This design comes from an exercise in tuning for small area on the open sky130 flow, not from production work. Function was checked by simulation only, so behaviour that the tests miss may differ from the original. No activity file was given, so power comes from the tool's default toggle rates.

Setup of run A:
## drover
module drover (
    input  logic        clk,
    input  logic        rst,             
    input  logic [6:0]  cfg_last,
    input  logic [6:0]  cfg_wrap_top,
    input  logic [6:0]  cfg_wrap_bottom,
    input  logic [5:0]  cfg_drive_count,   
    input  logic [3:0]  cfg_fix_count,     
    input  logic [2:0]  cfg_cue_count,     
    input  logic [5:0]  cfg_sense_count,   
    input  logic [3:0]  cfg_cue_pat1,
    input  logic [3:0]  cfg_cue_pat2,
    input  logic [3:0]  cfg_cue_pat3,
    input  logic [3:0]  cfg_dwell_n,
    input  logic        cfg_in_dir,
    input  logic        cfg_out_dir,
    input  logic [5:0]  cfg_in_frame,      
    input  logic [5:0]  cfg_out_frame,     
    input  logic        cfg_autopush,
    input  logic        cfg_autopull,
    input  logic [3:0]  cfg_frame,
    input  logic [15:0] cfg_edge_arm,      
    input  logic        cfg_bad_safe,
    input  logic [17:0] cfg_xpre,
    input  logic [17:0] cfg_ypre,
    input  logic [17:0] cfg_tper,
    input  logic [1:0]  ctrl,
    input  logic        wr_en,
    input  logic [2:0]  wr_word,
    input  logic [17:0] wr_data,
    input  logic [2:0]  rd_word,
    input  logic        rd_sched,
    output logic [17:0] rd_data,
    output logic [6:0]  imem_addr,
    input  logic [17:0] imem_data,
    input  logic [31:0] sense,
    input  logic        test_pin,
    output logic [31:0] drive_lvl,
    output logic [31:0] drive_oe,
    output logic [7:0]  fix_lvl,
    output logic [7:0]  fix_oe,
    output logic [3:0]  cue_lvl,
    output logic [3:0]  cue_oe,
    output logic        safe,
    output logic [1:0]  state,
    output logic [3:0]  cause,
    output logic [7:0]  flags,
    output logic [17:0] rx_overrun
);
For scale: roughly 4000 cells after synthesis, roughly 440 flip-flops, about 29000 µm² of cells after synthesis.
Settings: LEC_CHECK=0, ABC_AREA=1, CAP_MARGIN=20, CORE_MARGIN=2, CORE_UTILIZATION=35, CTS_BUF_LIST=sky130_fd_sc_hd__clkbuf_4, PLACE_DENSITY=0.55, SETUP_SLACK_MARGIN=0.4, SLEW_MARGIN=20; clock period 12.0 ns.
standard.sh (not shown) runs the stock make flow with config.mk's settings and CLKGATE_MAP_FILE= SYNTH_SCRIPT=/design/flow/synth_recipe.tcl, a recipe that flattens the netlist after the stock synthesis.
==> flow/flow/run.sh <==
#!/bin/bash
# The standard layout (standard.sh), with two changes:
#  - synthesis maps the logic with an area-oriented ABC script
#    (flow/abc_area.script) in place of ORFS's; the registers are the
#    standard synthesis's, and flow/regnames.py gives the few that the
#    standard synthesis names by number (those that drive ports) the same
#    names, pairing them by the net they drive;
#  - the port buffers are the smallest buffer, buf_1.
# Each tool's output goes to a log of its own in this folder.
set -euo pipefail
R="$PWD/orfs/results/$FLOW_PLATFORM/drover/base"

# 1. the standard synthesis, kept for its register names
bash standard.sh synth > synth_standard.log 2>&1
cp "$R/1_2_yosys.v" standard_1_2_yosys.v

# 2. the same synthesis with the area-oriented ABC script
rm -rf synth_scripts
cp -r "$FLOW_HOME/scripts" synth_scripts
cp flow/abc_area.script synth_scripts/abc_area.script
rm -f "$R/1_2_yosys.v" "$R/1_2_yosys.sdc" "$R/1_synth.odb" "$R/1_synth.sdc"
bash standard.sh SCRIPTS_DIR="$PWD/synth_scripts" synth > synth_area.log 2>&1
cp "$R/1_2_yosys.v" area_1_2_yosys.v

# 3. the standard synthesis's register names; if the registers cannot be
#    paired, lay out the standard synthesis instead
if python3 flow/regnames.py standard_1_2_yosys.v area_1_2_yosys.v named_1_2_yosys.v > regnames.log 2>&1; then
  cp named_1_2_yosys.v "$R/1_2_yosys.v"
else
  cp standard_1_2_yosys.v "$R/1_2_yosys.v"
fi
touch "$R/1_2_yosys.v"

# 4. the rest of the standard layout
bash standard.sh BUFFER_PORTS_ARGS="-buffer_cell sky130_fd_sc_hd__buf_1" > layout.log 2>&1
==> flow/flow/abc_area.script <==
strash
&get -n
&fraig -x
&put
scorr
dc2
strash
&get -n
&deepsyn -T 60
&put
dch -f
amap
topo
stime -c
Other scripts of this flow, unchanged in this note and not shown: flow/flow/regnames.py
Run A finished all stages; the layout is clean.
The following lists how run B was set up differently from run A:
- SETUP_SLACK_MARGIN no longer set, was 0.4
==> flow/flow/abc_area.script <==
strash
&get -n
&fraig -x
&put
scorr
dc2
strash
&get -n
&dc2
&dch -f
&nf -R 1000
&st
&dch -f
&nf -R 1000
&put
topo
stime -c
## What came out
Max count of filler cells inserted in the layout across run B and run A: run B
The count of final setup violators on run B is in line with that on run A.
Relative to run A, clock share of power has gone down in run B.
Sort run B and run A by detailed-routing iteration count for the pre-antenna-repair pass asc -> top: run B
On number of vias after detailed routing: run B sits above run A.
Side by side, area growth from synthesis to final layout turned out lower in run B than in run A.
Going from run A to run B, number of buffers and inverters on the critical path decreased by 10 relative to the old numbers; peak supply drop increased by 15% relative to the old numbers.
Input-level comparison between run C and run B:
- SETUP_SLACK_MARGIN: unset -> 0.4
- CORE_UTILIZATION: 35 -> 50
- PLACE_DENSITY: 0.55 -> 0.7
- GPL_ROUTABILITY_DRIVEN: unset -> 0
==> flow/flow/abc_area.script <==
strash
&get -n
&fraig -x
&put
scorr
dc2
strash
&get -n
&deepsyn -T 240
&put
dch -f
amap -F 20 -A 20
topo
stime -c
==> run summary <==
Run C: global routing usage on met3 21 points above run B. In run C the measured slew at the worst slew-check pin turned out 170 ps higher than in run B. Run C ends up with a worst hold slack that is 7.7 ps higher than in run B. On worst setup timing slack at the placement stage, the lower figure sits with run C, not run B. Lower clock skew goes to run C over run B. Looking at worst-path maximum fanout, run C sits 18 lower than run B does. Post-CTS clock slew at the launch and capture registers of the worst setup and hold paths: run B vs run C — no meaningful difference. Across both runs, relative max-transition margin was lower for run C than for run B. Re post-DP HPWL: run B was higher than run C. Compared to run B, run C has clock share of power 0.2 points higher.
Changes in run D relative to run C:
- GPL_ROUTABILITY_DRIVEN: 0 -> unset
Results
Run D finished every step from synthesis to the final layout, and the layout passed the timing, DRC and antenna checks.
Run C -> run D: placed instance area increased by a few percent
As of run D, number of cells on the critical path had risen by more than 10% compared to run C.
Side by side, final period utilization turned out lower in run D than in run C.
In the tables for run D and run C, number of clock buffers inserted by TritonCTS reads higher with run C.
Sequential share of layout area: run D vs run C down 0.90 points
Against run C, non-clock buffer count in run D rose by more than a quarter.
Run D vs. run C: wire length of the first global-routing pass went up by 4.4%, number of global-route vias before repair grew by 428.

==> port drivers added, routing unchanged <==
The flow's constraints put no driver on any port. The routed layouts listed below were extracted and timed again, unchanged, in two steps.
Step 1 sets driving cells, clkbuf_16 on the clock port and buf_2 on the other inputs (assumed; they add their load-dependent delay and slew).
Step 2 times the ports against the registers' clock, not the clock port: input delays grow and output delays shrink by t, the midpoint of the rising clock arrivals with the driver on.
a / b / c = ideal ports / drivers / drivers and shift; a / b = the first two.
run | shift t [ns] | setup slack, ns | hold WS [ns] | worst data-port slew with drivers (ns)
run A | 1.112 | 1.043 / 1.092 / -0.021 | 0.469 / 0.469 / 0.469 | 0.09
run B | 1.105 | 1.408 / 1.406 / 0.301 | 0.451 / 0.451 / 0.451 | 0.15
run C | 1.034 | 0.568 / 0.608 / -0.426 | 0.459 / 0.459 / 0.459 | 0.08
run D | 0.990 | 0.706 / 0.751 / -0.239 | 0.459 / 0.459 / 0.459 | 0.08
Met with ideal ports but missed after step 2: setup timing in run A, run C and run D. For run B, which loses most, drivers alone change the setup slack by -0.002 ns; drivers and shift together by -1.107 ns.
